Background: an optimization exercise with open tools, aiming at small area, a short achievable clock period and few clock cycles per item. Do not read the settings as production practice.
Function was checked by simulation only, so behaviour that the tests miss may differ from the original.
No activity file was given, so power comes from the tool's default toggle rates.

===== flow/config.mk =====
export PLATFORM = sky130hd
export DESIGN_NAME = t4_block_enc
export DESIGN_NICKNAME = t4_block_enc
export VERILOG_FILES = /design/flow/design.v
export SDC_FILE = /design/flow/constraint.sdc
export NUM_CORES = 4
export LEC_CHECK = 0
export CAP_MARGIN = 60
export CORE_MARGIN = 2
export CORE_UTILIZATION = 40
export PLACE_DENSITY = 0.6
export SLEW_MARGIN = 60

===== flow/constraint.sdc =====
create_clock -name core_clock -period 14.0 [get_ports {clk}]
set_input_delay 2.8000 -clock core_clock [delete_from_list [all_inputs] [get_ports {clk}]]
set_output_delay 2.8000 -clock core_clock [all_outputs]
set_load 0.01 [all_outputs]

===== flow/run.sh =====
#!/bin/bash
# synth_recipe.tcl (not shown) runs the flow's synth.tcl, then flattens the netlist and writes it again
# the make line also repeats each setting of config.mk as NAME=value (left out here)
make -C /OpenROAD-flow-scripts/flow DESIGN_CONFIG=/design/flow/config.mk WORK_HOME=/design/flow/orfs CLKGATE_MAP_FILE= SYNTH_SCRIPT=/design/flow/synth_recipe.tcl finish

===== flow/design.v =====
module t4_block_enc (
    input  wire         clk,
    input  wire         rst,           
    input  wire         in_valid,
    output wire         in_ready,
    input  wire [63:0]  in_data,       
    input  wire         in_sat,        
    output wire         out_valid,
    input  wire         out_ready,
    output wire [15:0]  out_header,    
    output wire [127:0] out_codes,     
    output wire         out_flush,     
    output wire [5:0]   out_clipped    
);
    function [5:0] ceilf;
        input [5:0] p;
        input [4:0] m;
        input       st;
        input [5:0] k;
        reg signed [7:0] sh;
        reg [4:0] mq;
        reg       rnz;
        begin
            sh = $signed({2'b00, k}) + 8'sd4 - $signed({2'b00, p});
            if (sh < 0) begin
                ceilf = 6'd63;
            end else if (sh >= 5) begin
                ceilf = {5'd0, (|m) | st};
            end else begin
                mq  = m >> sh[2:0];
                rnz = st | (|(m & ~(5'h1f << sh[2:0])));
                ceilf = {1'b0, mq} + {5'd0, rnz};
            end
        end
    endfunction
    function [5:0] ceils;
        input [4:0] m;
        input       st;
        input [2:0] sh;
        begin
            if (sh >= 3'd5) ceils = {5'd0, (|m) | st};
            else ceils = {1'b0, m >> sh} + {5'd0, st | (|(m & ~(5'h1f << sh)))};
        end
    endfunction
    function [6:0] magf;
        input [10:0] ent;     
        input [5:0]  km1;     
        reg signed [7:0] t;
        reg [4:0] w;
        begin
            t = $signed({2'b00, ent[9:4]}) - $signed({2'b00, km1});
            if (t < 0) w = 5'd0;
            else w = {1'b1, ent[3:0]} >> (3'd4 - t[2:0]);
            magf = {t >= 5, ent[10], {1'b0, w[4:1]} + {4'd0, w[0]}};
        end
    endfunction
    function [4:0] codeq;
        input [6:0] qq;
        input [3:0] zz;
        reg signed [6:0] raw;
        begin
            if (qq[6]) begin
                codeq = {1'b1, qq[5] ? 4'd0 : 4'd15};
            end else begin
                raw = qq[5] ? ($signed({3'b000, zz}) - $signed({2'b00, qq[4:0]}))
                            : ($signed({3'b000, zz}) + $signed({2'b00, qq[4:0]}));
                if (raw < 0)       codeq = {1'b1, 4'd0};
                else if (raw > 15) codeq = {1'b1, 4'd15};
                else               codeq = {1'b0, raw[3:0]};
            end
        end
    endfunction
    function [4:0] codef;
        input [10:0] ent;     
        input [5:0]  km1;     
        input [3:0]  zz;
        reg signed [7:0] t;
        reg [4:0] w;
        reg [4:0] q;
        reg signed [6:0] raw;
        begin
            t = $signed({2'b00, ent[9:4]}) - $signed({2'b00, km1});
            if (t < 0) w = 5'd0;
            else w = {1'b1, ent[3:0]} >> (3'd4 - t[2:0]);
            q = ({1'b0, w[4:1]}) + {4'd0, w[0]};        
            if (t >= 5) begin
                codef = {1'b1, ent[10] ? 4'd0 : 4'd15};
            end else begin
                raw = ent[10] ? ($signed({3'b000, zz}) - $signed({2'b00, q}))
                              : ($signed({3'b000, zz}) + $signed({2'b00, q}));
                if (raw < 0)       codef = {1'b1, 4'd0};
                else if (raw > 15) codef = {1'b1, 4'd15};
                else               codef = {1'b0, raw[3:0]};
            end
        end
    endfunction
    reg         in_ready_q;
    reg  [4:0]  cnt;             
    reg         big_acc;         
    reg  [2:0]  bigstall;        
    reg         pend;            
    reg         sweeping;
    reg         wv, yv, xv;      
    reg         out_valid_q;
    reg         kz_ready;
    wire take   = in_valid & in_ready_q;
    wire x_big  = ~((&in_data[63:49]) | ~(|in_data[63:49]));
    wire blk_end = take & (cnt == 5'd31);
    reg  [63:0] x0;
    reg         v0, f0, l0, s0, bg0;
    always @(posedge clk) begin
        x0  <= in_data;
        s0  <= in_sat;
        f0  <= (cnt == 5'd0);
        l0  <= (cnt == 5'd31);
        bg0 <= big_acc | x_big;
        v0  <= take & ~rst;
    end
    reg  [65:0] V;               
    reg  [69:0] L;               
    reg  [2:0]  dstep;           
    reg  [4:0]  dq;              
    reg         smark;
    reg         blk_smark;
    reg         blk_big;
    wire        neg0 = x0[63];
    wire        gtV  = $signed(x0) > $signed({1'b0, V[62:0]});
    wire        ltL  = $signed(x0) < $signed(L[63:0]);
    wire [2:0]  dstep_n = rst ? 3'd0 :
                          (dstep != 3'd0) ? ((dstep == 3'd7) ? 3'd0 : dstep + 3'd1) :
                          (v0 & l0 & bg0) ? 3'd1 : 3'd0;
    reg         s_d1, s_d2, s_dn;
    always @(posedge clk) begin
        s_d1  <= (dstep_n == 3'd1);
        s_d2  <= (dstep_n == 3'd2);
        s_dn  <= (dstep_n >= 3'd3);
    end
    wire [69:0] Vx  = {{4{V[65]}}, V};
    wire [69:0] opA = L;
    wire [69:0] opB = s_d1 ? ~Vx : (s_d2 ? ~{L[65:0], 4'd0} : {Vx[66:0], 3'd0});
    wire        cin = ~s_dn;
    reg  [69:0] pg_g, pg_p, dsum;
    integer     lv, bi;
    always @* begin
        pg_g = opA & opB;
        pg_p = opA ^ opB;
        pg_g[0] = pg_g[0] | (pg_p[0] & cin);
        for (lv = 0; lv < 7; lv = lv + 1)
            for (bi = 69; bi >= 0; bi = bi - 1)
                if (bi[lv]) begin
                    pg_g[bi] = pg_g[bi] | (pg_p[bi] & pg_g[((bi >> lv) << lv) - 1]);
                    pg_p[bi] = pg_p[bi] & pg_p[((bi >> lv) << lv) - 1];
                end
        dsum = (opA ^ opB) ^ {pg_g[68:0], cin};
    end
    always @(posedge clk) begin
        dstep <= dstep_n;
        if (s_d1) V <= dsum[65:0];
        if (s_d2) L <= dsum;
        if (s_dn) begin
            if (!dsum[69]) L <= {dsum[68:0], 1'b0};
            else           L <= {L[68:0], 1'b0};
            dq <= {dq[3:0], ~dsum[69]};
        end
        if (v0 && dstep == 3'd0) begin
            if (f0) begin
                V <= neg0 ? 66'd0 : {3'b000, x0[62:0]};
                L <= neg0 ? {{6{1'b1}}, x0} : 70'd0;
            end else begin
                if (gtV) V <= {3'b000, x0[62:0]};
                if (ltL) L <= {{6{x0[63]}}, x0};
            end
        end
        if (v0) begin
            smark <= f0 ? s0 : (smark | s0);
            if (l0) begin
                blk_smark <= f0 ? s0 : (smark | s0);
                blk_big   <= bg0;
            end
        end
    end
    wire [62:0] ya   = x0[62:0] ^ {63{neg0}};
    wire        nz32 = ~|ya[62:31];
    wire        nz16 = nz32 ? ~|ya[30:15] : ~|ya[62:47];
    reg  [20:0] na2t;            
    always @* begin
        case ({nz32, nz16})
        2'b00:   na2t = ya[62:42];
        2'b01:   na2t = ya[46:26];
        2'b10:   na2t = ya[30:10];
        default: na2t = {ya[14:0], {6{neg0}}};
        endcase
    end
    reg  [20:0] nb;              
    reg         nbo, nba;        
    reg  [1:0]  nbz;
    reg         ndn;             
    reg  [5:0]  nlo;             
    reg         neg1, v1, f1, l1;
    always @(posedge clk) begin
        nb   <= na2t;
        case ({nz32, nz16})
        2'b00: begin nbo <= |ya[41:0]; nba <= &ya[41:0]; end
        2'b01: begin nbo <= |ya[25:0]; nba <= &ya[25:0]; end
        2'b10: begin nbo <= |ya[9:0];  nba <= &ya[9:0];  end
        default: begin nbo <= 1'b0;    nba <= 1'b1;      end
        endcase
        nbz  <= {nz32, nz16};
        ndn  <= ~|ya[62:5];
        nlo  <= {1'b0, ya[4:0]} + {5'd0, neg0};
        neg1 <= neg0;
        f1   <= f0;
        l1   <= l0;
        v1   <= v0 & ~rst;
    end
    wire        nz8  = ~|nb[20:13];
    wire        nz4  = nz8 ? ~|nb[12:9] : ~|nb[20:17];
    reg  [20:0] nc4;             
    always @* begin
        case ({nz8, nz4})
        2'b00:   nc4 = nb;
        2'b01:   nc4 = {nb[16:0], {4{neg1}}};
        2'b10:   nc4 = {nb[12:0], {8{neg1}}};
        default: nc4 = {nb[8:0], {12{neg1}}};
        endcase
    end
    wire        nz2  = ~|nc4[20:19];
    wire        nz1  = nz2 ? ~nc4[18] : ~nc4[20];
    reg  [20:0] nc6;             
    always @* begin
        case ({nz2, nz1})
        2'b00:   nc6 = nc4;
        2'b01:   nc6 = {nc4[19:0], neg1};
        2'b10:   nc6 = {nc4[18:0], {2{neg1}}};
        default: nc6 = {nc4[17:0], {3{neg1}}};
        endcase
    end
    wire [5:0]  fpy  = 6'd62 - {nbz, nz8, nz4, nz2, nz1};
    wire [4:0]  wy   = nc6[20:16];
    wire        bor  = (|nc6[15:0]) | nbo;
    wire        band = (&nc6[15:0]) & nba;
    wire        cy   = neg1 & band;
    wire [5:0]  wy1  = {1'b0, wy} + {5'd0, cy};
    reg  [5:0]  fp;
    reg  [4:0]  fm5;
    reg         fst;
    always @* begin
        if (ndn) begin
            fp  = nlo[5] ? 6'd5 : 6'd4;
            fm5 = nlo[5] ? 5'd16 : nlo[4:0];
            fst = 1'b0;
        end else if (wy1[5]) begin
            fp  = fpy + 6'd1;
            fm5 = 5'd16;
            fst = 1'b0;
        end else begin
            fp  = fpy;
            fm5 = wy1[4:0];
            fst = neg1 ? ~band : bor;
        end
    end
    reg  [5:0]  p2;
    reg  [4:0]  m2;
    reg         st2, neg2, v2, f2, l2;
    always @(posedge clk) begin
        p2   <= fp;
        m2   <= fm5;
        st2  <= fst;
        neg2 <= neg1;
        f2   <= f1;
        l2   <= l1;
        v2   <= v1 & ~rst;
    end
    reg  [11:0] FP, FN;          
    reg  [5:0]  PM;              
    wire [11:0] fcur = {p2, m2, st2};
    wire [11:0] fzero = {6'd4, 5'd0, 1'b0};
    reg         lk1;
    always @(posedge clk) begin
        if (v2) begin
            if (f2) begin
                FP <= neg2 ? fzero : fcur;
                FN <= neg2 ? fcur : fzero;
            end else begin
                if (!neg2 && fcur > FP) FP <= fcur;
                if ( neg2 && fcur > FN) FN <= fcur;
            end
            if (f2 || p2 > PM) PM <= p2;
        end
        lk1 <= v2 & l2 & ~rst;
    end
    wire [10:0] ent2 = {neg2, (p2 >= 6'd8) ? p2 : 6'd0, m2[3:0]};
    reg  [10:0] ed1, ed2, ed3, ed4;
    reg         vd1, vd2, vd3, vd4;
    reg  [4:0]  wcnt;
    reg  [10:0] bufm [0:31];
    always @(posedge clk) begin
        ed1 <= ent2;
        ed2 <= ed1;
        ed3 <= ed2;
        ed4 <= ed3;
        vd1 <= v2 & ~rst;
        vd2 <= vd1 & ~rst;
        vd3 <= vd2 & ~rst;
        vd4 <= vd3 & ~rst;
        if (rst) wcnt <= 5'd0;
        else if (vd4) wcnt <= wcnt + 5'd1;
        if (vd4) bufm[wcnt] <= ed4;
    end
    wire [5:0]  pP = FP[11:6], pN = FN[11:6];
    wire [4:0]  mP = FP[5:1],  mN = FN[5:1];
    wire        sP = FP[0],    sN = FN[0];
    wire [5:0]  pm = PM;
    wire        smallk = (pm <= 6'd12);
    wire [5:0]  kb = smallk ? 6'd8 : (pm - 6'd3);
    wire [6:0]  shPw = smallk ? (7'd12 - {1'b0, pP}) : ({1'b0, pm} + 7'd1 - {1'b0, pP});
    wire [6:0]  shNw = smallk ? (7'd12 - {1'b0, pN}) : ({1'b0, pm} + 7'd1 - {1'b0, pN});
    reg  [2:0]  shPa, shNa;
    reg  [4:0]  mPa, mNa;
    reg         sPa, sNa;
    reg  [5:0]  kba;
    reg         smalla, zblka, allza, lk1b;
    always @(posedge clk) begin
        shPa   <= (shPw >= 7'd5) ? 3'd5 : shPw[2:0];
        shNa   <= (shNw >= 7'd5) ? 3'd5 : shNw[2:0];
        mPa    <= mP;
        mNa    <= mN;
        sPa    <= sP;
        sNa    <= sN;
        kba    <= kb;
        smalla <= smallk;
        zblka  <= (pP <= 6'd7) && (pN <= 6'd7);
        allza  <= (mP == 5'd0) && (mN == 5'd0);
        lk1b   <= lk1 & ~rst;
    end
    reg  [5:0]  c_pb, c_nb;
    reg  [5:0]  kbr;
    reg         smallr, zblk, allz, lk2;
    always @(posedge clk) begin
        c_pb   <= ceils(mPa, sPa, shPa);
        c_nb   <= ceils(mNa, sNa, shNa);
        kbr    <= kba;
        smallr <= smalla;
        zblk   <= zblka;
        allz   <= allza;
        lk2    <= lk1b & ~rst;
    end
    wire [5:0]  c_p1 = (c_pb + 6'd1) >> 1, c_n1 = (c_nb + 6'd1) >> 1;
    wire [5:0]  c_p2 = (c_p1 + 6'd1) >> 1, c_n2 = (c_n1 + 6'd1) >> 1;
    wire [5:0]  c_p3 = (c_p2 + 6'd1) >> 1, c_n3 = (c_n2 + 6'd1) >> 1;
    wire [5:0]  a_p0 = smallr ? c_p1 : c_pb, a_n0 = smallr ? c_n1 : c_nb;
    wire [5:0]  a_p1 = smallr ? c_p2 : c_p1, a_n1 = smallr ? c_n2 : c_n1;
    wire [5:0]  a_p2 = smallr ? c_p3 : c_p2, a_n2 = smallr ? c_n3 : c_n2;
    wire [5:0]  k0r  = smallr ? 6'd9 : kbr;
    wire        c8ok = ({1'b0, c_pb} + {1'b0, c_nb}) <= 7'd15;
    wire        fit0 = ({1'b0, a_p0} + {1'b0, a_n0}) <= 7'd15;
    wire        fit1 = ({1'b0, a_p1} + {1'b0, a_n1}) <= 7'd15;
    wire [5:0]  ksel = fit0 ? k0r : (fit1 ? k0r + 6'd1 : k0r + 6'd2);
    wire [3:0]  cps  = fit0 ? a_p0[3:0] : (fit1 ? a_p1[3:0] : a_p2[3:0]);
    wire [3:0]  cns  = fit0 ? a_n0[3:0] : (fit1 ? a_n1[3:0] : a_n2[3:0]);
    reg  [5:0]  kselr;
    reg  [3:0]  cpsr, cnsr;
    reg         smallk3, c8ok3, zblk3, allz3, lk3;
    always @(posedge clk) begin
        kselr   <= ksel;
        cpsr    <= cps;
        cnsr    <= cns;
        smallk3 <= smallr;
        c8ok3   <= c8ok;
        zblk3   <= zblk;
        allz3   <= allz;
        lk3     <= lk2 & ~rst;
    end
    wire [3:0]  zfit = cnsr + ((4'd15 - cpsr - cnsr) >> 1);
    wire        ksat = kselr > 6'd47;
    reg  [5:0]  d_km1;
    reg  [3:0]  d_z;
    reg  [5:0]  d_eb;
    reg         d_zero, d_flush, d_sat, d_satz;
    wire        sweep_start = kz_ready & ~sweeping & ~wv & ~yv & ~xv & ~out_valid_q;
    wire [3:0]  dq1  = dq[3:0] + 4'd1;
    wire [3:0]  zsat = dsum[69] ? dq[3:0] : dq1;       
    always @(posedge clk) begin
        if (rst) begin
            kz_ready <= 1'b0;
        end else begin
            if (lk3) begin
                d_zero  <= zblk3;
                d_flush <= zblk3 ? ~allz3 : (smallk3 && (kselr == 6'd9) && c8ok3);
                d_km1   <= ksat ? 6'd46 : (kselr - 6'd1);
                d_eb    <= zblk3 ? 6'b100000 : (ksat ? 6'd7 : (kselr - 6'd40));
                d_z     <= zblk3 ? 4'd0 : zfit;
                d_satz  <= ksat & ~zblk3;
                d_sat   <= ksat | blk_smark;
                if (!blk_big) kz_ready <= 1'b1;
            end else if (dstep == 3'd7) begin
                if (d_satz) d_z <= zsat;
                kz_ready <= 1'b1;
            end else if (sweep_start) begin
                kz_ready <= 1'b0;
            end
        end
    end
    reg  [3:0]   sp;
    reg  [127:0] codes;
    reg  [5:0]   clipped;
    reg  [5:0]   h_eb;
    reg  [3:0]   h_z;
    reg          h_sat, h_flush;
    reg  [10:0]  ra, rb;
    reg  [3:0]   wsp, ysp;
    reg          wf, wl, yf, yl;
    reg  [6:0]   qa, qb;             
    reg  [1:0]   cl;
    reg          xf, xl;
    wire         act = sweeping | sweep_start;
    wire [6:0]   qa_n = magf(ra, d_km1);
    wire [6:0]   qb_n = magf(rb, d_km1);
    wire [4:0]   ca  = codeq(qa, d_z);
    wire [4:0]   cb  = codeq(qb, d_z);
    always @(posedge clk) begin
        ra  <= bufm[{sp, 1'b0}];
        rb  <= bufm[{sp, 1'b1}];
        wsp <= sp;
        wf  <= sweep_start;
        wl  <= (sp == 4'd15);
        qa  <= qa_n;
        qb  <= qb_n;
        ysp <= wsp;
        yf  <= wf;
        yl  <= wl;
        if (yv) codes[{ysp, 3'b000} +: 8] <= {cb[3:0], ca[3:0]};
        cl  <= {cb[4], ca[4]};
        xf  <= yf;
        xl  <= yl;
        if (xv) clipped <= (xf ? 6'd0 : clipped) + {5'd0, cl[0]} + {5'd0, cl[1]};
    end
    always @(posedge clk) begin
        if (rst) begin
            sweeping    <= 1'b0;
            out_valid_q <= 1'b0;
            sp          <= 4'd0;
            wv          <= 1'b0;
            yv          <= 1'b0;
            xv          <= 1'b0;
        end else begin
            wv <= act;
            yv <= wv;
            xv <= yv;
            if (act) begin
                sp       <= sp + 4'd1;
                sweeping <= (sp != 4'd15);
            end
            if (xv && xl) out_valid_q <= 1'b1;
            if (sweep_start) begin
                h_eb    <= d_eb;
                h_z     <= d_z;
                h_sat   <= d_sat;
                h_flush <= d_flush;
            end
            if (out_valid_q && out_ready) out_valid_q <= 1'b0;
        end
    end
    wire [4:0] cnt_n   = take ? cnt + 5'd1 : cnt;
    wire       pend_n  = (pend & ~sweep_start) | blk_end;
    wire       rbusy_n = act | wv | yv | (out_valid_q & ~out_ready) | (xv & xl);
    wire [2:0] bs_n    = (blk_end & (big_acc | x_big)) ? 3'd7 :
                         (bigstall != 3'd0 ? bigstall - 3'd1 : 3'd0);
    always @(posedge clk) begin
        if (rst) begin
            cnt        <= 5'd0;
            big_acc    <= 1'b0;
            bigstall   <= 3'd0;
            pend       <= 1'b0;
            in_ready_q <= 1'b1;
        end else begin
            cnt        <= cnt_n;
            if (take) big_acc <= (cnt == 5'd31) ? 1'b0 : (big_acc | x_big);
            bigstall   <= bs_n;
            pend       <= pend_n;
            in_ready_q <= ~((cnt_n == 5'd0) & pend_n & rbusy_n) & (bs_n == 3'd0);
        end
    end
    assign in_ready    = in_ready_q;
    assign out_valid   = out_valid_q;
    assign out_header  = {4'b0000, h_sat, 1'b0, h_z, h_eb};
    assign out_codes   = codes;
    assign out_flush   = h_flush;
    assign out_clipped = clipped;
endmodule

==> impl_metrics.yaml, run 1 <==
status:
  status: "no timing/DRC/antenna violations"
placed_design:
  io_buffers: 216
  placed_cell_area_um2: 58200
  post-dp-hpwl_um: 105700
  post-place-ws_ns: 8.092
  gp_congestion: 0.9194
worst_hold_path:
  worst_hold_startpoint: "ed1[1]"
  hold_path.class: "flip-flop to flip-flop"
  hold_depth: 0
synth:
  synthMuxAreaShare_pct: 9.360
  syn_area_um2: 53460
  ys_warn_count: 1
  synth_xor_area_share_pct: 2.359
  synthFlopType: "edfxtp_1"
  yosys.cell_types.count: 95
  synthSimpleGateAreaFrac_pct: 10.33
  ys_async_sr_fraction_pct: 0
  synth_cells: 4863
  synth_edf_count: 554
  synth_fa_ha_area_share_pct: 11.66
  ys_ff_latch: 1013
  seq_area_frac_synth_pct: 48.31
  synth-compound-area-share_pct: 14.18
  synth.largest_area_cell: "edfxtp_1"
  synth_top_area_share_pct: 31.12
  avgSynthCellArea_um2: 10.99
  synth_top_family_by_area: "compound AO/OA/AOI/OAI gates"
  synth.area.top_cells: "edfxtp_1, dfxtp_1, ha_1"
setup_path:
  end_kind: "flip-flop"
  arrival_ns: 6.56
  critical_path_class: "flip-flop to flip-flop"
  cp.required_ns: 14.59
  regToRegSetupSlack_ns: 8.03
  startpoint: "s_d1"
  cp-start-kind: "flip-flop"
  r2r-start: "s_d1"
  reg2reg_depth: 19
  crit_fanout: 76
cells_and_area:
  diodes: 0
  final_util_pct: 46.77
  final_cell_mix: "edfxtp_1, ha_1, dfxtp_1, nor2_1, a21oi_1"
  fin_nets: 5592
  final_common_cell: "edfxtp_1"
  synthToLayoutAreaGrowth_pct: 16.48
  postLayoutCellArea_um2: 62270
  drive_above_1_share_pct: 12.13
clocking:
  cts.path.max_buffers: 3
  cts_made_buffers: 110
  htreeDepth: 3
  cts_tree: "built"
  worstSkewPairLatency_ns: 0.77
  cts_setup_buffers: 0
  cts.repair.resized: 0
  cts_hold_buffers: 0
  clock-root-buffer: "clkbuf_16"
  cts_sinks: 1013
  clk_pin_slew_ns: 0.06
global_routing:
  grtUsageMet1_pct: 30.75
  grt_antenna_before_repair: 5
  grtUsageMet2_pct: 33.86
  grt_max_degree: 77
  gr-usage-met3_pct: 3.528
  grt_pass1_vias: 37740
  grt_use_total_pct: 21.63
  grt-ovfl-total: 0
  busiest_layer: "met2"
  grt_pass1_wl_um: 229800
sta:
  tns_ns: 0
  skew_ns: 0.09019
  hold_viol: 0
  fmax_mhz: 167.4
  timing.final.ws_setup_ns: 8.028
  period_minus_slack_ns: 5.972
  period_share_pct: 42.66
  tightest_slew_ns: 0.5944
  setup_viol: 0
  grt_setup_unrepaired: "no"
  final_max_slew_viol_count: 0
  relSlewSlack_pct: 60.37
pwr:
  leakage_nw: 23.81
  power_mw: 11.21
  ir_worst_vdd_v: 0.0001989
  power_density_nw_per_um2: 180.0
routing:
  post_drt_wl_per_cell_um: 21.84
  wl_um: 150800
  vias: 39010
  avgViaCountPerCell: 5.650
  drtPass1Iterations: 7
  drc: 0
  ant_nets: 0
  drt_first_iter_violations: 3536
die:
  chipHeight_um: 369.6
  coreArea_um2: 133100
  start_util_pct: 40.16
  io_pins: 222
  die_x_um: 369.6
  num_rows: 134
  die_area_um2: 136600
job:
  timing.max_cap.violations: 0
flip-flops by register name, summed over array words and instances (netlist names), 7 cells and up:
| signal | flops |
|---|---|
| codes | 128 |
| ed4 | 11 |
| V | 66 |
| ra | 11 |
| ed3 | 11 |
| L | 70 |
| nb | 21 |
| ed1 | 11 |
| FN | 12 |
| ed2 | 11 |
| bufm | 352 |
| x0 | 64 |
| qa | 7 |
| FP | 12 |
| rb | 11 |
| qb | 7 |
metrics by stage:
| step | cells | hold slack [ns] |
|---|---|---|
| floorplan | 4867 | 0.3096 |
| global placement | 6669 | 0.3117 |
| detailed placement | 6691 | 0.3118 |
| CTS | 6901 | 0.2612 |
| global route | 6904 | 0.2641 |
| finish | 6904 | 0.2655 |
cells in the mapped netlist, types with 27 or more instances:
library cell,instances
nand3_1,61
xor2_1,56
a211oi_1,91
xnor2_1,88
ha_1,463
a21o_1,87
nor4_1,28
nor2b_1,51
nand2_1,338
edfxtp_1,554
nand4_1,58
o21ai_0,214
a31oi_1,31
o22ai_1,121
and2_1,49
mux2_2,105
clkbuf_1,190
inv_1,280
buf_1,32
mux2i_1,132
nand2b_1,32
nor3_1,70
o21a_1,28
a221oi_1,35
o221ai_1,27
mux4_2,111
dfxtp_1,459
nor2_1,389
a21oi_1,333
and3_1,28
power breakdown:
part / switching [mW] / internal (mW) / total [mW] / leakage (nW)
Clock: 1.29 / 1.79 / 3.08 / 1.94
Combinational: 2.72 / 1.68 / 4.40 / 13.4
Sequential: 0.298 / 3.43 / 3.73 / 8.46
cells by family after synthesis:
kind of cell | after synthesis
compound gates | 1170
simple gates | 1177
mux | 348
flops | 1013
buf+inv | 525
xor+xnor | 144
fa+ha+maj | 485
other cells | 1
layer usage:
metal | part of all wire [%] | up-vias | wire, um
met5 | 0.018 | - | 27
met4 | 2.4 | 6 | 3623
met3 | 6.7 | 199 | 10130
met2 | 45 | 1267 | 67960
met1 | 46 | 19090 | 69070
li1 | - | 18450 | -
path summary, 6_finish.rpt:
check        endpoint
max             L[24]
min            ed2[1]
max reg2reg     L[24]
min reg2reg    ed2[1]
critical path: stages, from the launching register on:
cell and delay [ns]:
dfxtp_4 0.45, buf_12 0.21, buf_6 0.45, inv_1 0.41
buf_4 0.36, o21ai_0 0.19, ha_1 0.30, and3_1 0.19
and2_1 0.17, a221oi_2 0.43, o31ai_2 0.21, o211a_1 0.36
o211a_2 0.35, o21ai_4 0.25, a31oi_4 0.17, inv_2 0.12
buf_4 0.50, mux2i_1 0.25, o22ai_1 0.10, a221o_1 0.29
cell type report:
type / instances / area (um^2)
Tap cell: 1768 / 2212
Inverter: 285 / 1072
Fill cell: 12070 / 70860
Timing Repair Buffer: 299 / 3108
Multi-Input combinational cell: 3329 / 26070
Clock buffer: 159 / 3308
Clock inverter: 51 / 615.6
Sequential cell: 1013 / 25880
Testbench counts, summed over its fixed seeds: cycles 17,448, items 512.
==> run 2: changes to the inputs <==
--- a/flow/design.v
+++ b/flow/design.v
@@ -137,8 +137,10 @@
     end
     wire [69:0] Vx  = {{4{V[65]}}, V};
     wire [69:0] opA = L;
-    wire [69:0] opB = s_d1 ? ~Vx : (s_d2 ? ~{L[65:0], 4'd0} : {Vx[66:0], 3'd0});
-    wire        cin = ~s_dn;
+    reg         s_sg;
+    wire [69:0] v8s = {Vx[66:0], 3'd0};                      
+    wire [69:0] opB = s_d1 ? ~Vx : (s_d2 ? ~{L[65:0], 4'd0} : (s_sg ? ~v8s : v8s));
+    wire        cin = s_d1 | s_d2 | s_sg;
     reg  [69:0] pg_g, pg_p, dsum;
     integer     lv, bi;
     always @* begin
@@ -158,10 +160,10 @@
         if (s_d1) V <= dsum[65:0];
         if (s_d2) L <= dsum;
         if (s_dn) begin
-            if (!dsum[69]) L <= {dsum[68:0], 1'b0};
-            else           L <= {L[68:0], 1'b0};
+            L  <= {dsum[68:0], 1'b0};
             dq <= {dq[3:0], ~dsum[69]};
         end
+        s_sg <= s_dn & dsum[69];
         if (v0 && dstep == 3'd0) begin
             if (f0) begin
                 V <= neg0 ? 66'd0 : {3'b000, x0[62:0]};
==> run 2 against run 1 <==
Register-to-register slack got worse by 0.12 ns. Die area increased by 1.8%. Cell area increased by 1.7%. Critical path depth increased by 3. Worst hold slack improved by 0.035 ns. Routed wire length increased by 5.8%.
==> impl_metrics.yaml, run 2 <==
sta:
  period_share_pct: 43.53
  timing.final.ws_setup_ns: 7.906
  grt_setup_unrepaired: "no"
  period_minus_slack_ns: 6.094
  tns_ns: 0
  fmax_mhz: 164.1
  hold_viol: 0
  setup_viol: 0
  hold_slack_ns: 0.3001
  skew_ns: 0.06161
  final_max_slew_viol_count: 0
  tightest_slew_ns: 0.6243
  relSlewSlack_pct: 58.22
routing:
  avgViaCountPerCell: 5.772
  drtPass1Iterations: 6
  ant_nets: 0
  post_drt_wl_per_cell_um: 22.47
  vias: 41000
  drt_first_iter_violations: 3964
  drc: 0
  wl_um: 159600
placed_design:
  post-dp-hpwl_um: 111100
  post-place-ws_ns: 8.050
  io_buffers: 216
  gp_congestion: 0.9179
die:
  die_x_um: 372.8
  io_pins: 222
  num_rows: 135
  die_area_um2: 139000
  coreArea_um2: 135300
  start_util_pct: 40.22
  chipHeight_um: 372.8
synth:
  synth_cells: 5060
  seq_area_frac_synth_pct: 47.49
  synth_common_cells: "edfxtp_1, ha_1, dfxtp_1"
  synth.area.top_cells: "edfxtp_1, dfxtp_1, ha_1"
  ys_ff_latch: 1014
  yosysMostFrequentCell: "edfxtp_1"
  synth.largest_area_cell: "edfxtp_1"
  avgSynthCellArea_um2: 10.75
  syn_area_um2: 54420
  synth_edf_count: 554
  ys_warn_count: 1
  yosys.cell_types.count: 96
  ys_async_sr_fraction_pct: 0
  synth_top_area_share_pct: 30.57
  synthFlopType: "edfxtp_1"
global_routing:
  grt_antenna_before_repair: 4
  grt_pass1_wl_um: 244900
  grt_max_degree: 84
  grt_pass1_vias: 39620
  grt_use_total_pct: 22.58
  grt-ovfl-total: 0
worst_hold_path:
  hold_path.class: "flip-flop to flip-flop"
  worst_hold_startpoint: "ed1[1]"
  hold_depth: 0
job:
  timing.max_cap.violations: 0
setup_path:
  cp-start-kind: "flip-flop"
  max_stage_delay_ns: 0.55
  worstPathCellList: "buf_12, buf_12, buf_16, nor3_1, a21oi_1, fa_1, inv_1, fa_1, nand2b_1, a211oi_2, o2111ai_4, a2111oi_4, buf_4, nor3_2, o31a_1, a21oi_1, or2_2, fa_1, mux2i_1, nor2_1, a21oi_1, o21ai_0"
  crit_fanout: 83
  regToRegSetupSlack_ns: 7.91
  critical_path_class: "flip-flop to flip-flop"
  cp_num_cells: 22
  crit_family: "compound AO/OA/AOI/OAI gates"
  cp_num_buf_inv: 5
  r2r-start: "s_d2"
  startpoint: "s_d2"
  reg2reg_depth: 22
  slowest_stage: "dfxtp_4"
  cp.required_ns: 14.60
  arrival_ns: 6.69
  end_kind: "flip-flop"
clocking:
  cts_made_buffers: 109
  worstSkewPairLatency_ns: 0.78
  clock-root-buffer: "clkbuf_16"
  cts.path.max_buffers: 3
  htreeDepth: 3
  cts_tree: "built"
  cts.repair.resized: 0
  cts_setup_buffers: 0
  clk_pin_slew_ns: 0.06
  cts_sinks: 1014
  cts_hold_buffers: 0
cells_and_area:
  synthToLayoutAreaGrowth_pct: 16.36
  largest_registers: "bufm (352), codes (128), L (70)"
  fin_nets: 5779
  final_cell_mix: "edfxtp_1, ha_1, dfxtp_1, nand2_1, o21ai_0"
  largest_register_ffs: 352
  drive_above_1_share_pct: 11.60
  multi_input_area_um2: 27140
  n_fill_cell: 12300
  seq_area_um2: 25910
  largest_register: "bufm"
  final_common_cell: "edfxtp_1"
pwr:
  leakage_nw: 23.85
  power_density_nw_per_um2: 176.2
  ir_worst_vdd_v: 0.0001253
status:
  status: "no timing/DRC/antenna violations"
run 2: changes by cell type in the layout (fill, tap and decap cells not counted), sizes merged, moves of 18 or more:
cell    before  now
nand3       61   88
xor2        56  121
nor2       390  325
o21ai      217  329
o221ai      27    9
nand2      339  417
a211oi      91   48
nor3        70   88
o22ai      121   64
mux2i      132   65
o211ai      25   98
a22oi       25   79
a21oi      333  315
run 2: cells by family after synthesis:
logic type / synth area share, %
AO/OA/AOI/OAI: 15.38
AND/OR/NAND/NOR: 11.06
flip-flops: 47.49
buffers and inverters: 3.686
adder cells (fa/ha/maj): 11.46
multiplexers: 7.652
XOR/XNOR: 3.267
other: 0.006891
run 2: through the flow:
step / area [um^2] / power [mW] / util [%] / instances
after floorplan: 54430 / 6.711 / - / 5064
after global placement: 58400 / 7.859 / 43.17 / 6869
after detailed placement: 59220 / 7.962 / 43.77 / 6893
after CTS: 63170 / 11.11 / 46.69 / 7100
after global routing: 63320 / 11.79 / 46.80 / 7103
final: 63320 / 11.15 / 46.80 / 7103
run 2: per-layer routing:
metal	part of all wire, %	up-vias	track usage [%]
met3	7.6	261	3.424
met5	0.0081	-	0
met1	45	20010	31.92
li1	-	19210	-
met2	45	1517	35.56
met4	2.9	2	7.095
run 2: path summary, 6_finish.rpt:
kind,end
max,L[64]
min,ed2[1]
max reg2reg,L[64]
min reg2reg,ed2[1]
run 2: area by class of cell:
class	instances	area share, %
inverters	276	1.644
clock inverters	61	1.365
flip-flops and latches	1014	40.92
repair buffers	301	4.824
diodes	1	0.003952
multi-input cells	3523	42.86
clock buffers	146	4.867
well taps	1781	3.519
run 2: where the power goes:
group          switching [mW]  total, mW  internal [mW]
logic                    2.64       4.26           1.62
clock network            1.29       3.12           1.83
registers               0.346       3.78           3.44
total                    4.27       11.2           6.88
Testbench counts of run 2, summed over its fixed seeds: cycles 17,448, items 512.
==> run 3: changes to the inputs <==
--- a/flow/design.v
+++ b/flow/design.v
@@ -238,41 +238,44 @@
         endcase
     end
     wire [5:0]  fpy  = 6'd62 - {nbz, nz8, nz4, nz2, nz1};
-    wire [4:0]  wy   = nc6[20:16];
-    wire        bor  = (|nc6[15:0]) | nbo;
-    wire        band = (&nc6[15:0]) & nba;
-    wire        cy   = neg1 & band;
-    wire [5:0]  wy1  = {1'b0, wy} + {5'd0, cy};
-    reg  [5:0]  fp;
-    reg  [4:0]  fm5;
-    reg         fst;
+    reg  [5:0]  fpy2, fpy2p;
+    reg  [4:0]  wy2;
+    reg         bor2, band2, ndn2;
+    reg  [5:0]  nlo2;
+    reg         neg2, v2, f2, l2;
+    always @(posedge clk) begin
+        fpy2  <= fpy;
+        fpy2p <= fpy + 6'd1;
+        wy2   <= nc6[20:16];
+        bor2  <= (|nc6[15:0]) | nbo;
+        band2 <= (&nc6[15:0]) & nba;
+        ndn2  <= ndn;
+        nlo2  <= nlo;
+        neg2  <= neg1;
+        f2    <= f1;
+        l2    <= l1;
+        v2    <= v1 & ~rst;
+    end
+    wire        cy   = neg2 & band2;
+    wire [5:0]  wy1  = {1'b0, wy2} + {5'd0, cy};
+    reg  [5:0]  p2;
+    reg  [4:0]  m2;
+    reg         st2;
     always @* begin
-        if (ndn) begin
-            fp  = nlo[5] ? 6'd5 : 6'd4;
-            fm5 = nlo[5] ? 5'd16 : nlo[4:0];
-            fst = 1'b0;
+        if (ndn2) begin
+            p2  = nlo2[5] ? 6'd5 : 6'd4;
+            m2  = nlo2[5] ? 5'd16 : nlo2[4:0];
+            st2 = 1'b0;
         end else if (wy1[5]) begin
-            fp  = fpy + 6'd1;
-            fm5 = 5'd16;
-            fst = 1'b0;
+            p2  = fpy2p;
+            m2  = 5'd16;
+            st2 = 1'b0;
         end else begin
-            fp  = fpy;
-            fm5 = wy1[4:0];
-            fst = neg1 ? ~band : bor;
+            p2  = fpy2;
+            m2  = wy1[4:0];
+            st2 = neg2 ? ~band2 : bor2;
         end
     end
-    reg  [5:0]  p2;
-    reg  [4:0]  m2;
-    reg         st2, neg2, v2, f2, l2;
-    always @(posedge clk) begin
-        p2   <= fp;
-        m2   <= fm5;
-        st2  <= fst;
-        neg2 <= neg1;
-        f2   <= f1;
-        l2   <= l1;
-        v2   <= v1 & ~rst;
-    end
     reg  [11:0] FP, FN;          
     reg  [5:0]  PM;              
     wire [11:0] fcur = {p2, m2, st2};
==> run 3 against run 2 <==
Clock power increased by 2%. First-iteration DRC count decreased by 21%. Clock-buffer cell count decreased by 2. Cell area increased by 0.75%. Sequential power decreased by 2%. Synthesized cell count decreased by 1.0%. Total power decreased by 11%. Routed wire length decreased by 0.92%. Via count decreased by 0.85%. Die area increased by 0.31%. Largest power group is now registers.
==> impl_metrics.yaml, run 3 <==
global_routing:
  grt_antenna_before_repair: 1
  grt_pass1_vias: 39660
  grt-ovfl-total: 0
  grt_max_degree: 88
  grt_use_total_pct: 22.17
  grt_pass1_wl_um: 242000
routing:
  drc: 0
  post_drt_wl_per_cell_um: 22.32
  top_layer: "met4"
  dr_wl_met3_um: 10000
  ant_nets: 0
  drt-met1-wl_um: 66990
  avgViaCountPerCell: 5.737
  drtPass1Iterations: 6
  drt_first_iter_violations: 3139
  wl_um: 158200
  vias: 40650
  met2WireLength_um: 74640
cells_and_area:
  instances_no_fill: 7086
  fin_nets: 5756
  drive_above_1_share_pct: 12.50
  final_common_cell: "edfxtp_1"
  final_util_pct: 47.09
  final_cell_mix: "edfxtp_1, ha_1, dfxtp_1, nand2_1, nor2_1"
  largest_register: "bufm"
  largest_registers: "bufm (352), codes (128), L (70)"
  largest_register_ffs: 352
  synthToLayoutAreaGrowth_pct: 16.86
synth:
  synth_cells: 5009
  synthFlopType: "edfxtp_1"
  synth_edf_count: 554
  ys_warn_count: 1
  ys_ff_latch: 1028
  synth_top_area_share_pct: 30.48
  synth.area.top_cells: "edfxtp_1, dfxtp_1, ha_1"
  yosysMostFrequentCell: "edfxtp_1"
  yosys.cell_types.count: 91
  avgSynthCellArea_um2: 10.90
  syn_area_um2: 54590
  seq_area_frac_synth_pct: 47.86
  synth_common_cells: "edfxtp_1, dfxtp_1, ha_1"
  ys_async_sr_fraction_pct: 0
  synth.largest_area_cell: "edfxtp_1"
pwr:
  leakage_nw: 24.03
  power.share.switching_pct: 34.80
  clock_power_share_pct: 32.0
  ir_worst_vdd_v: 0.0001213
  internal-power_mw: 6.492
  power_density_nw_per_um2: 156.1
  p_sw_mw: 3.466
  share_seq_of_total_power_pct: 37.4
  pwr-share-comb_pct: 30.6
status:
  status: "no timing/DRC/antenna violations"
setup_path:
  arrival_ns: 5.88
  reg2reg_depth: 18
  cp.required_ns: 14.51
  cp-start-kind: "flip-flop"
  regToRegSetupSlack_ns: 8.63
  crit_fanout: 32
  critical_path_class: "flip-flop to flip-flop"
  end_kind: "flip-flop"
die:
  chipHeight_um: 373.4
  coreArea_um2: 135500
  die_area_um2: 139400
  die_x_um: 373.4
  io_pins: 222
  start_util_pct: 40.29
  num_rows: 135
sta:
  hold_slack_ns: 0.2866
  period_minus_slack_ns: 5.366
  tns_ns: 0
  timing.final.ws_setup_ns: 8.634
  final_max_slew_viol_count: 0
  fmax_mhz: 186.4
  tightest_slew_ns: 0.5976
  grt_setup_unrepaired: "no"
  period_share_pct: 38.33
  skew_ns: 0.09349
  relSlewSlack_pct: 59.74
  hold_viol: 0
  setup_viol: 0
clocking:
  cts.repair.resized: 0
  cts_hold_buffers: 0
  cts.path.max_buffers: 3
  htreeDepth: 3
  cts_sinks: 1028
  worstSkewPairLatency_ns: 0.79
  cts_made_buffers: 111
  clock-root-buffer: "clkbuf_16"
  cts_setup_buffers: 0
  clk_pin_slew_ns: 0.06
  cts_tree: "built"
worst_hold_path:
  hold_path.class: "flip-flop to flip-flop"
  hold_depth: 0
placed_design:
  gp_congestion: 0.9258
  post-dp-hpwl_um: 112700
  dp.cells: 6865
  post-place-ws_ns: 8.498
  io_buffers: 216
job:
  timing.max_cap.violations: 0
==> run 3: cell types whose count changed after synthesis, sizes merged, moves of 19 or more <==
cell   before  now
a21oi     315  277
a22oi      79  114
inv       275  294
mux2       90  133
nand2     417  370
o31ai      10   32
==> run 3: path summary, 6_finish.rpt <==
kind / start / end
setup / recovery: s_d2 / d_z[3]
hold reg to reg: ed1[4] / ed2[4]
setup reg to reg: s_d2 / d_z[3]
hold / removal: ed1[4] / ed2[4]
==> run 3: area by class of cell <==
class	instances	area [um^2]
fill	12370	71680
sequential	1028	26200
multi-input combinational	3452	26920
timing repair buffer	316	3253
antenna	1	2.502
inverter	297	1124
clock inverter	67	918.4
tap	1781	2228
clock buffer	144	3146
==> run 3: critical path, stage by stage (launching register included) <==
cell       delay, ns
dfxtp_4         0.57
buf_6           0.24
nor3_1          0.10
a21oi_1         0.21
fa_1            0.22
inv_1           0.06
fa_1            0.37
nand3b_1        0.19
a21oi_1         0.48
o211ai_1        0.19
buf_4           0.19
a21boi_2        0.39
o211ai_2        0.18
a211oi_1        0.49
or2_1           0.20
o41a_1          0.42
nor2_1          0.11
a2111oi_1       0.38
nand2_1         0.08
==> run 3: power by group through the flow <==
stage | combinational, mW | clock, mW | sequential (mW)
global route | 3.37 | 3.37 | 3.75
global placement | 2.85 | 0 | 3.79
detailed placement | 2.95 | 0 | 3.78
CTS | 2.97 | 3.25 | 3.72
finish | 3.05 | 3.18 | 3.72
floorplan | 2.13 | 0 | 3.65
==> run 3: kinds of logic after synthesis <==
family | count (synthesis) | share of synthesized area [%]
DFF | 1028 | 47.86
buffers and inverters | 533 | 3.729
adders and majority gates | 481 | 11.33
muxes | 321 | 8.735
other | 1 | 0.006870
xor gates and xnor gates | 199 | 3.227
and+or+nand+nor | 1197 | 10.26
AOI/OAI and AO/OA | 1249 | 14.86
==> run 3: metal layers <==
metal | global-route usage (%) | up-vias
met5 | 0 | -
met4 | 9.296 | 0
met3 | 3.567 | 319
met2 | 36.53 | 1369
met1 | 28.94 | 19900
li1 | - | 19070
==> run 3: metrics by stage <==
stage,total power [mW],cell area [um^2]
6_report,9.958,63790
5_1_grt,10.49,63790
4_1_cts,9.935,63520
3_5_place_dp,6.731,59450
3_3_place_gp,6.645,58780
2_1_floorplan,5.780,54600
Testbench counts of run 3, summed over its fixed seeds: cycles 17,448, items 512.
==> run 4: changes to the inputs <==
--- a/flow/design.v
+++ b/flow/design.v
@@ -12,27 +12,6 @@
     output wire         out_flush,     
     output wire [5:0]   out_clipped    
 );
-    function [5:0] ceilf;
-        input [5:0] p;
-        input [4:0] m;
-        input       st;
-        input [5:0] k;
-        reg signed [7:0] sh;
-        reg [4:0] mq;
-        reg       rnz;
-        begin
-            sh = $signed({2'b00, k}) + 8'sd4 - $signed({2'b00, p});
-            if (sh < 0) begin
-                ceilf = 6'd63;
-            end else if (sh >= 5) begin
-                ceilf = {5'd0, (|m) | st};
-            end else begin
-                mq  = m >> sh[2:0];
-                rnz = st | (|(m & ~(5'h1f << sh[2:0])));
-                ceilf = {1'b0, mq} + {5'd0, rnz};
-            end
-        end
-    endfunction
     function [5:0] ceils;
         input [4:0] m;
         input       st;
@@ -70,30 +49,6 @@
             end
         end
     endfunction
-    function [4:0] codef;
-        input [10:0] ent;     
-        input [5:0]  km1;     
-        input [3:0]  zz;
-        reg signed [7:0] t;
-        reg [4:0] w;
-        reg [4:0] q;
-        reg signed [6:0] raw;
-        begin
-            t = $signed({2'b00, ent[9:4]}) - $signed({2'b00, km1});
-            if (t < 0) w = 5'd0;
-            else w = {1'b1, ent[3:0]} >> (3'd4 - t[2:0]);
-            q = ({1'b0, w[4:1]}) + {4'd0, w[0]};        
-            if (t >= 5) begin
-                codef = {1'b1, ent[10] ? 4'd0 : 4'd15};
-            end else begin
-                raw = ent[10] ? ($signed({3'b000, zz}) - $signed({2'b00, q}))
-                              : ($signed({3'b000, zz}) + $signed({2'b00, q}));
-                if (raw < 0)       codef = {1'b1, 4'd0};
-                else if (raw > 15) codef = {1'b1, 4'd15};
-                else               codef = {1'b0, raw[3:0]};
-            end
-        end
-    endfunction
     reg         in_ready_q;
     reg  [4:0]  cnt;             
     reg         big_acc;         
@@ -383,8 +338,9 @@
     reg  [5:0]  d_eb;
     reg         d_zero, d_flush, d_sat, d_satz;
     wire        sweep_start = kz_ready & ~sweeping & ~wv & ~yv & ~xv & ~out_valid_q;
-    wire [3:0]  dq1  = dq[3:0] + 4'd1;
-    wire [3:0]  zsat = dsum[69] ? dq[3:0] : dq1;       
+    reg         ddone;
+    always @(posedge clk) ddone <= ~rst & (dstep == 3'd7);
+    wire [3:0]  zsat = dq[4:1] + {3'd0, dq[0]};
     always @(posedge clk) begin
         if (rst) begin
             kz_ready <= 1'b0;
@@ -398,7 +354,7 @@
                 d_satz  <= ksat & ~zblk3;
                 d_sat   <= ksat | blk_smark;
                 if (!blk_big) kz_ready <= 1'b1;
-            end else if (dstep == 3'd7) begin
+            end else if (ddone) begin
                 if (d_satz) d_z <= zsat;
                 kz_ready <= 1'b1;
             end else if (sweep_start) begin
==> run 4 against run 3 <==
Still clean on timing, DRC and antenna. Non-clock buffer count shrank 5. Via count is 1.0% lower. Sequential power barely moved. Worst hold slack worse by 0.063 ns. Final cell count shrank 1.0%. Die area is essentially flat. First-iteration DRC count increased by 19%. Maximum frequency increased by 0.58%. Critical path type unchanged. Largest power group unchanged.
==> impl_metrics.yaml, run 4 <==
status:
  status: "no timing/DRC/antenna violations"
clocking:
  cts_hold_buffers: 0
  cts_setup_buffers: 0
  cts_sinks: 1030
  clk_pin_slew_ns: 0.06
  cts.repair.resized: 0
  cts_made_buffers: 111
  cts_tree: "built"
  htreeDepth: 3
  worstSkewPairLatency_ns: 0.80
  cts.path.max_buffers: 3
  clock-root-buffer: "clkbuf_16"
routing:
  drtPass1Iterations: 6
  post_drt_wl_per_cell_um: 22.39
  drt_first_iter_violations: 3750
  wl_um: 157000
  vias: 40230
  avgViaCountPerCell: 5.736
  drc: 0
  ant_nets: 0
synth:
  yosysMostFrequentCell: "edfxtp_1"
  synth.largest_area_cell: "edfxtp_1"
  synthFlopType: "edfxtp_1"
  ys_ff_latch: 1030
  synth.area.top_cells: "edfxtp_1, dfxtp_1, ha_1"
  synth_top_area_share_pct: 30.53
  synth_edf_count: 555
  yosys.cell_types.count: 104
  ys_warn_count: 1
  synth_cells: 4947
  synth_common_cells: "edfxtp_1, dfxtp_1, ha_1"
  seq_area_frac_synth_pct: 47.95
  avgSynthCellArea_um2: 11.04
  ys_async_sr_fraction_pct: 0
  syn_area_um2: 54590
pwr:
  power_density_nw_per_um2: 154.8
  leakage_nw: 23.79
  p_sw_mw: 3.455
  pwr-share-comb_pct: 31.3
  clock_power_share_pct: 30.7
  ir_worst_vdd_v: 0.0001226
  internal-power_mw: 6.336
  power.share.switching_pct: 35.29
  share_seq_of_total_power_pct: 38.0
  power_mw: 9.790
job:
  timing.max_cap.violations: 0
cells_and_area:
  postLayoutCellArea_um2: 63240
  fin_nets: 5686
  instances_no_fill: 7014
  largest_registers: "bufm (352), codes (128), L (70)"
  synthToLayoutAreaGrowth_pct: 15.84
  final_common_cell: "edfxtp_1"
  drive_above_1_share_pct: 12.96
  largest_register_ffs: 352
  final_util_pct: 46.68
  final_cell_mix: "edfxtp_1, ha_1, dfxtp_1, nand2_1, inv_1"
  largest_register: "bufm"
setup_path:
  arrival_ns: 5.93
  cp_common_cell: "or3_1"
  worstPathCellList: "buf_12, buf_6, nand2_1, o211ai_1, o21ai_0, ha_1, and3_1, nand4_1, or3_1, nor4_2, a21boi_2, o21ai_2, and2_4, a311oi_2, a2111oi_1, or3_1"
  crit_fanout: 63
  slowest_stage: "dfxtp_4"
  critical_path_class: "flip-flop to flip-flop"
  cp.required_ns: 14.59
  end_kind: "flip-flop"
  cp-start-kind: "flip-flop"
  max_stage_delay_ns: 0.57
placed_design:
  dp.cells: 6799
  placed_cell_area_um2: 59240
  post-dp-hpwl_um: 111200
  io_buffers: 216
  post-place-ws_ns: 8.884
  gp_congestion: 0.9359
global_routing:
  grt_pass1_wl_um: 241400
  grt_pass1_vias: 39360
  grt_max_degree: 95
  grt-ovfl-total: 0
  grt_antenna_before_repair: 5
  grt_use_total_pct: 22.09
sta:
  final_max_slew_viol_count: 0
  setup_viol: 0
  grt_setup_unrepaired: "no"
  timing.final.ws_setup_ns: 8.666
  skew_ns: 0.1081
  tightest_slew_ns: 0.6347
  period_share_pct: 38.10
  hold_viol: 0
  relSlewSlack_pct: 57.68
  tns_ns: 0
  fmax_mhz: 187.5
  hold_slack_ns: 0.2239
  period_minus_slack_ns: 5.334
die:
  die_area_um2: 139500
  coreArea_um2: 135500
  die_x_um: 373.4
  start_util_pct: 40.30
  io_pins: 222
  chipHeight_um: 373.4
  num_rows: 135
worst_hold_path:
  hold_path.class: "flip-flop to flip-flop"
run 4: changes by cell type in the layout (fill, tap and decap cells not counted), sizes merged, moves of 10 or more:
cell    change
a32oi      +12
xor2       +10
o21ai      -39
a21o       -11
a221o      -14
nand2      -42
a22oi      -40
o22ai      +45
a221oi     -11
nand2b     +11
mux2       +14
nor2       -27
run 4: worst paths after layout:
kind / slack [ns] / from / to / depth (start not counted)
max reg2reg: 8.67 / s_d2 / L[62] / 16
min: 0.22 / zblk / zblk3 / 0
min reg2reg: 0.22 / zblk / zblk3 / 0
max: 8.67 / s_d2 / L[62] / 16
run 4: per-layer routing:
| metal | vias to the layer above | global-route usage, % | wire [um] | share of wire, % |
|---|---|---|---|---|
| li1 | 18850 | - | - | - |
| met1 | 19680 | 29.44 | 68320 | 44 |
| met2 | 1389 | 36.03 | 72730 | 46 |
| met3 | 310 | 3.314 | 9754 | 6.2 |
| met4 | 0 | 8.869 | 6236 | 4.0 |
| met5 | - | 0 | 0 | 0 |
run 4: power groups by stage:
stage | clock [mW] | combinational [mW] | sequential [mW]
2_1_floorplan | 0 | 2.18 | 3.66
3_3_place_gp | 0 | 2.89 | 3.79
3_5_place_dp | 0 | 2.96 | 3.78
4_1_cts | 3.08 | 2.98 | 3.72
5_1_grt | 3.19 | 3.36 | 3.75
6_report | 3.01 | 3.06 | 3.72
run 4: worst max-delay path, delay by kind of cell, from the launching register on:
| family | cells | cell delay [ns] |
|---|---|---|
| buffers and inverters | 2 | 0.67 |
| adders and majority gates | 1 | 0.39 |
| and+or+nand+nor | 7 | 2.09 |
| AOI/OAI and AO/OA | 6 | 1.36 |
| DFF | 1 | 0.57 |
run 4: kinds of logic (layout without fill, tap and decap cells):
group / Yosys count / after routing / share of synthesized area (%)
adders and majority gates: 482 / 482 / 11.35
xor gates and xnor gates: 210 / 210 / 3.369
DFF: 1030 / 1030 / 47.95
and+or+nand+nor: 1140 / 1140 / 9.984
buffers and inverters: 531 / 812 / 3.722
muxes: 332 / 332 / 8.968
AOI/OAI and AO/OA: 1221 / 1221 / 14.65
other: 1 / 6 / 0.006869
run 4: area by class of cell:
cell class                      instances  area (um^2)
Antenna cell                            1        2.502
Clock inverter                         57        714.4
Multi-Input combinational cell       3390        26780
Sequential cell                      1030        26240
Tap cell                             1781         2228
Inverter                              291         1104
Clock buffer                          153         3087
Fill cell                           12280        72230
Timing Repair Buffer                  311         3083
Testbench counts of run 4, summed over its fixed seeds: cycles 17,449, items 512.
==> run 5: changes to the inputs <==
--- a/flow/design.v
+++ b/flow/design.v
@@ -12,6 +12,25 @@
     output wire         out_flush,     
     output wire [5:0]   out_clipped    
 );
+    function [69:0] padd;
+        input [69:0] a;
+        input [69:0] b;
+        input        c;
+        reg   [69:0] g, pp;
+        integer      lv, bi;
+        begin
+            g = a & b;
+            pp = a ^ b;
+            g[0] = g[0] | (pp[0] & c);
+            for (lv = 0; lv < 7; lv = lv + 1)
+                for (bi = 69; bi >= 0; bi = bi - 1)
+                    if (bi[lv]) begin
+                        g[bi]  = g[bi]  | (pp[bi] & g[((bi >> lv) << lv) - 1]);
+                        pp[bi] = pp[bi] & pp[((bi >> lv) << lv) - 1];
+                    end
+            padd = (a ^ b) ^ {g[68:0], c};
+        end
+    endfunction
     function [5:0] ceils;
         input [4:0] m;
         input       st;
@@ -94,26 +113,14 @@
     wire [69:0] opA = L;
     reg         s_sg;
     wire [69:0] v8s = {Vx[66:0], 3'd0};                      
-    wire [69:0] opB = s_d1 ? ~Vx : (s_d2 ? ~{L[65:0], 4'd0} : (s_sg ? ~v8s : v8s));
-    wire        cin = s_d1 | s_d2 | s_sg;
-    reg  [69:0] pg_g, pg_p, dsum;
-    integer     lv, bi;
-    always @* begin
-        pg_g = opA & opB;
-        pg_p = opA ^ opB;
-        pg_g[0] = pg_g[0] | (pg_p[0] & cin);
-        for (lv = 0; lv < 7; lv = lv + 1)
-            for (bi = 69; bi >= 0; bi = bi - 1)
-                if (bi[lv]) begin
-                    pg_g[bi] = pg_g[bi] | (pg_p[bi] & pg_g[((bi >> lv) << lv) - 1]);
-                    pg_p[bi] = pg_p[bi] & pg_p[((bi >> lv) << lv) - 1];
-                end
-        dsum = (opA ^ opB) ^ {pg_g[68:0], cin};
-    end
+    wire [69:0] opB = s_d1 ? ~Vx : (s_sg ? ~v8s : v8s);
+    wire        cin = s_d1 | s_sg;
+    wire [69:0] dsum = padd(opA, opB, cin);
+    wire [69:0] d15  = padd(L, ~{L[65:0], 4'd0}, 1'b1);
     always @(posedge clk) begin
         dstep <= dstep_n;
         if (s_d1) V <= dsum[65:0];
-        if (s_d2) L <= dsum;
+        if (s_d2) L <= d15;
         if (s_dn) begin
             L  <= {dsum[68:0], 1'b0};
             dq <= {dq[3:0], ~dsum[69]};
==> run 5 against run 4 <==
Final cell count increased by 4.6%. Synthesized cell count up 4.3%. Global-route usage rose by 0.32 points. Core utilization is 0.12 points lower. Critical endpoint is now L[66]. Largest cell class unchanged.
==> impl_metrics.yaml, run 5 <==
sta:
  hold_viol: 0
  relSlewSlack_pct: 58.22
  tns_ns: 0
  final_max_slew_viol_count: 0
  hold_slack_ns: 0.2892
  period_minus_slack_ns: 5.230
  setup_viol: 0
  skew_ns: 0.07167
  grt_setup_unrepaired: "no"
  fmax_mhz: 191.2
  period_share_pct: 37.36
  timing.final.ws_setup_ns: 8.770
  tightest_slew_ns: 0.6214
cells_and_area:
  n_fill_cell: 12790
  final_common_cell: "edfxtp_1"
  largest_register: "bufm"
  multi_input_area_um2: 28740
  seq_area_um2: 26250
  largest_registers: "bufm (352), codes (128), L (70)"
  final_cell_mix: "edfxtp_1, ha_1, dfxtp_1, nand2_1, nor2_1"
  largest_register_ffs: 352
  fin_nets: 5984
  final_util_pct: 46.56
  synthToLayoutAreaGrowth_pct: 15.32
  drive_above_1_share_pct: 12.28
setup_path:
  arrival_ns: 5.84
  end_kind: "flip-flop"
  cp.required_ns: 14.61
  crit_fanout: 38
  critical_path_class: "flip-flop to flip-flop"
  cp-start-kind: "flip-flop"
die:
  coreArea_um2: 139900
  die_x_um: 379.7
  chipHeight_um: 379.7
  die_area_um2: 144200
  io_pins: 222
  num_rows: 137
  start_util_pct: 40.37
global_routing:
  gr-usage-met3_pct: 4.544
  grt_pass1_wl_um: 251100
  grtUsageMet1_pct: 29.29
  grtUsageMet2_pct: 36.40
  grt_use_total_pct: 22.40
  grt-ovfl-total: 0
  grt_max_degree: 71
  grt_antenna_before_repair: 3
  grt_pass1_vias: 41050
  busiest_layer: "met2"
synth:
  synth_edf_count: 555
  synthFlopType: "edfxtp_1"
  syn_area_um2: 56470
  ys_ff_latch: 1030
  synth_common_cells: "edfxtp_1, ha_1, dfxtp_1"
  yosysMostFrequentCell: "edfxtp_1"
  synth_cells: 5160
  avgSynthCellArea_um2: 10.94
  ys_warn_count: 1
  ys_async_sr_fraction_pct: 0
  synth.area.top_cells: "edfxtp_1, dfxtp_1, ha_1"
  synth_top_area_share_pct: 29.51
  yosys.cell_types.count: 112
  synth.largest_area_cell: "edfxtp_1"
  seq_area_frac_synth_pct: 46.35
routing:
  avgViaCountPerCell: 5.705
  drt_first_iter_violations: 3454
  ant_nets: 0
  drc: 0
  post_drt_wl_per_cell_um: 22.69
  drtPass1Iterations: 8
  vias: 41870
  wl_um: 166500
pwr:
  leakage_nw: 24.93
  power_mw: 10.73
  ir_worst_vdd_v: 0.0001378
  power_density_nw_per_um2: 164.8
clocking:
  clock-root-buffer: "clkbuf_16"
  worstSkewPairLatency_ns: 0.78
  cts_made_buffers: 111
  cts_tree: "built"
  clk_pin_slew_ns: 0.06
  cts_setup_buffers: 0
  htreeDepth: 3
  cts_hold_buffers: 0
  cts_sinks: 1030
  cts.repair.resized: 0
  cts.path.max_buffers: 3
job:
  timing.max_cap.violations: 0
placed_design:
  post-place-ws_ns: 8.698
  gp_congestion: 0.9111
  post-dp-hpwl_um: 119400
  io_buffers: 216
worst_hold_path:
  hold_path.class: "flip-flop to flip-flop"
status:
  status: "no timing/DRC/antenna violations"
-- run 5: path summary, 6_finish.rpt --
path | depth (start not counted) | slack [ns] | start | end
setup / recovery | 16 | 8.77 | s_sg | L[66]
hold reg to reg | 0 | 0.29 | nlo[4] | nlo2[4]
setup reg to reg | 16 | 8.77 | s_sg | L[66]
hold / removal | 0 | 0.29 | nlo[4] | nlo2[4]
-- run 5: per-stage QoR --
step	area, um^2	instances
after global routing	65120	7338
final	65120	7339
after floorplan	56480	5164
after global placement	60710	7103
after CTS	64970	7335
after detailed placement	61290	7123
-- run 5: logic make-up (layout without fill, tap and decap cells) --
group	Yosys count	after routing	share of synthesized area [%]
AOI/OAI and AO/OA	1235	1235	14.34
and+or+nand+nor	1231	1231	10.45
DFF	1030	1030	46.35
adders and majority gates	552	552	12.59
buffers and inverters	517	815	3.547
muxes	328	328	8.570
xor gates and xnor gates	265	265	4.137
other	2	7	0.01330
-- run 5: critical path, stage by stage (launching register included) --
cell and delay [ns]:
dfxtp_4 0.66, buf_6 0.46, nor2_1 0.23, a21o_1 0.22
fa_1 0.41, fa_1 0.38, nand2b_1 0.17, a21o_1 0.20
a211o_1 0.38, a21oi_4 0.41, o311ai_4 0.23, o21ai_2 0.34
a21oi_1 0.15, fa_1 0.39, xnor2_1 0.15, a31oi_1 0.17
o31ai_1 0.08
-- run 5: final cells by class --
cell class | count | area share [%]
Sequential cell | 1030 | 40.31
Tap cell | 1876 | 3.604
Antenna cell | 1 | 0.003843
Clock inverter | 58 | 0.9203
Multi-Input combinational cell | 3617 | 44.13
Inverter | 295 | 1.712
Clock buffer | 154 | 4.719
Timing Repair Buffer | 308 | 4.602
-- run 5: where the power goes --
part	internal (mW)	switching (mW)
sequential	3.42	0.297
clock	1.64	1.30
combinational	1.61	2.46
-- run 5: metal layers --
layer / part of all wire (%) / up-vias
met2: 46 / 1400
met4: 4.1 / 2
li1: - / 19660
met3: 6.9 / 358
met5: 0.0072 / -
met1: 43 / 20450
Testbench counts of run 5, summed over its fixed seeds: cycles 17,449, items 512.
==> run 6: changes to the inputs <==
--- a/flow/config.mk
+++ b/flow/config.mk
@@ -7,6 +7,6 @@
 export LEC_CHECK = 0
 export CAP_MARGIN = 60
 export CORE_MARGIN = 2
-export CORE_UTILIZATION = 40
-export PLACE_DENSITY = 0.6
+export CORE_UTILIZATION = 55
+export PLACE_DENSITY = 0.75
 export SLEW_MARGIN = 60
==> run 6 against run 5 <==
Synthesized cell count did not move. Die area fell by 27%. Core utilization rose by 17 points. Critical path type unchanged. Clock power rose by 2%. Highest routed layer is now met4. Routed wire length fell by 0.88%.
==> impl_metrics.yaml, run 6 <==
die:
  io_pins: 222
  num_rows: 117
  coreArea_um2: 101700
  die_x_um: 324.4
  die_area_um2: 105300
  start_util_pct: 55.50
  chipHeight_um: 324.4
synth:
  avgSynthCellArea_um2: 10.94
  yosysMostFrequentCell: "edfxtp_1"
  syn_area_um2: 56470
  yosys.cell_types.count: 112
  synth_top_area_share_pct: 29.51
  synth_fa_ha_area_share_pct: 12.59
  ys_async_sr_fraction_pct: 0
  synth.area.top_cells: "edfxtp_1, dfxtp_1, ha_1"
  synthMuxAreaShare_pct: 8.570
  seq_area_frac_synth_pct: 46.35
  synthFlopType: "edfxtp_1"
  synth_common_cells: "edfxtp_1, ha_1, dfxtp_1"
  ys_ff_latch: 1030
  synthSimpleGateAreaFrac_pct: 10.45
  synth_xor_area_share_pct: 4.137
  synth.largest_area_cell: "edfxtp_1"
  synth_cells: 5160
  synth_top_family_by_area: "compound AO/OA/AOI/OAI gates"
  ys_warn_count: 1
  synth_edf_count: 555
  synth-compound-area-share_pct: 14.34
cells_and_area:
  final_common_cell: "edfxtp_1"
  largest_register_ffs: 352
  largest_registers: "bufm (352), codes (128), L (70)"
  synthToLayoutAreaGrowth_pct: 14.30
  instances_no_fill: 6810
  final_cell_mix: "edfxtp_1, ha_1, dfxtp_1, nand2_1, nor2_1"
  largest_register: "bufm"
  fin_nets: 5969
  final_util_pct: 63.44
  drive_above_1_share_pct: 12.02
global_routing:
  grt_max_degree: 78
  grt_pass1_wl_um: 252700
  grt-ovfl-total: 0
  grt_use_total_pct: 30.69
  grt_antenna_before_repair: 0
  grt_pass1_vias: 42600
sta:
  period_minus_slack_ns: 5.164
  tns_ns: 0
  period_share_pct: 36.88
  setup_viol: 0
  skew_ns: 0.05759
  hold_slack_ns: 0.3173
  final_max_slew_viol_count: 0
  relSlewSlack_pct: 56.73
  grt_setup_unrepaired: "no"
  tightest_slew_ns: 0.6310
  hold_viol: 0
  fmax_mhz: 193.7
status:
  status: "no timing/DRC/antenna violations"
placed_design:
  dp.cells: 6601
  gp_congestion: 0.9544
  io_buffers: 216
  post-dp-hpwl_um: 115900
pwr:
  power_density_nw_per_um2: 166.8
  leakage_nw: 24.91
  ir_worst_vdd_v: 0.0001476
clocking:
  cts_hold_buffers: 0
  htreeDepth: 3
  worstSkewPairLatency_ns: 0.73
  cts.repair.resized: 0
  cts_setup_buffers: 0
  cts.path.max_buffers: 3
  cts_made_buffers: 106
  cts_sinks: 1030
  clk_pin_slew_ns: 0.06
  cts_tree: "built"
  clock-root-buffer: "clkbuf_16"
setup_path:
  crit_fanout: 77
  end_kind: "flip-flop"
  arrival_ns: 5.78
  cp-start-kind: "flip-flop"
  critical_path_class: "flip-flop to flip-flop"
  cp.required_ns: 14.61
routing:
  vias: 43170
  avgViaCountPerCell: 6.340
  post_drt_wl_per_cell_um: 24.23
  wl_um: 165000
  ant_nets: 0
  drc: 0
  drt_first_iter_violations: 4445
  drtPass1Iterations: 6
worst_hold_path:
  hold_path.class: "flip-flop to flip-flop"
job:
  timing.max_cap.violations: 0
[run 6: cell counts after synthesis]
Identical to the previous run, type by type.
[run 6: cells by family (layout without fill, tap and decap cells)]
kind of cell	after synthesis	after routing
compound gates	1235	1235
xor+xnor	265	265
fa+ha+maj	552	552
buf+inv	517	793
flops	1030	1030
mux	328	328
other cells	2	8
simple gates	1231	1231
[run 6: layout make-up]
| class | count | area, um^2 |
|---|---|---|
| timing repair buffer | 298 | 2975 |
| clock buffer | 141 | 2967 |
| fill | 7723 | 37200 |
| clock inverter | 59 | 794.5 |
| inverter | 295 | 1114 |
| multi-input combinational | 3617 | 28730 |
| tap | 1368 | 1712 |
| antenna | 2 | 5.005 |
| sequential | 1030 | 26250 |
[run 6: worst paths after layout]
kind | start | end | slack [ns] | cells after the start
setup / recovery | s_d1 | L[65] | 8.84 | 17
hold / removal | ed1[6] | ed2[6] | 0.32 | 0
setup reg to reg | s_d1 | L[65] | 8.84 | 17
hold reg to reg | ed1[6] | ed2[6] | 0.32 | 0
[run 6: routing by layer]
| layer | up-vias | share of wire, % | GRT usage (%) |
|---|---|---|---|
| met1 | 21010 | 40 | 40.25 |
| met2 | 2083 | 46 | 49.93 |
| li1 | 19610 | - | - |
| met5 | - | 0 | 0 |
| met3 | 466 | 8.9 | 5.258 |
| met4 | 0 | 4.7 | 13.76 |
[run 6: per-stage QoR]
stage | total power [mW] | setup slack (ns) | instance area [um^2]
after floorplan | 6.592 | 9.192 | 56480
after global placement | 7.568 | 8.366 | 59990
final | 10.77 | 8.836 | 64550
after detailed placement | 7.669 | 8.828 | 60570
after global routing | 11.32 | 8.588 | 64540
after CTS | 10.66 | 8.782 | 64330
[run 6: critical path, cell delays in order, from the launching register on]
cell	delay [ns]
dfxtp_4	0.45
buf_12	0.23
clkinv_4	0.37
buf_6	0.41
nand2_1	0.11
o21ai_0	0.09
ha_1	0.40
a2111oi_0	0.51
nand2_1	0.11
o22ai_1	0.25
a31oi_2	0.27
o311ai_4	0.57
o21ai_2	0.20
a21oi_1	0.24
fa_1	0.47
nand2_1	0.08
o21ai_0	0.08
o21ai_0	0.15
[run 6: report_power, final]
part           internal (mW)  switching (mW)  total [mW]
registers               3.42           0.329        3.75
logic                   1.62            2.40        4.02
clock network           1.73            1.27        3.00

[static timing again, ports no longer ideal]
The results above use ideal ports. As a check the final layouts listed here were re-extracted and re-timed, cells and wires unchanged. Step 1 sets driving cells, clkbuf_16 on the clock port and buf_2 on the other inputs (assumed; they add their load-dependent delay and slew). Step 2, shift: input delay + t, output delay - t, t = (earliest + latest rising clock arrival at the registers) / 2. This alone moves slack from input paths to output paths. a / b / c = no drivers / after step 1 / after step 2; a / b = the first two.
run | shift t [ns] | setup WS [ns]
run 1 | 0.784 | 8.028 / 8.028 / 8.028
run 2 | 0.802 | 7.906 / 7.906 / 7.906
run 3 | 0.827 | 8.634 / 8.634 / 8.634
run 4 | 0.815 | 8.666 / 8.666 / 8.666
run 5 | 0.820 | 8.770 / 8.770 / 8.770
run 6 | 0.770 | 8.836 / 8.836 / 8.813
After both steps every run listed still meets setup and hold.
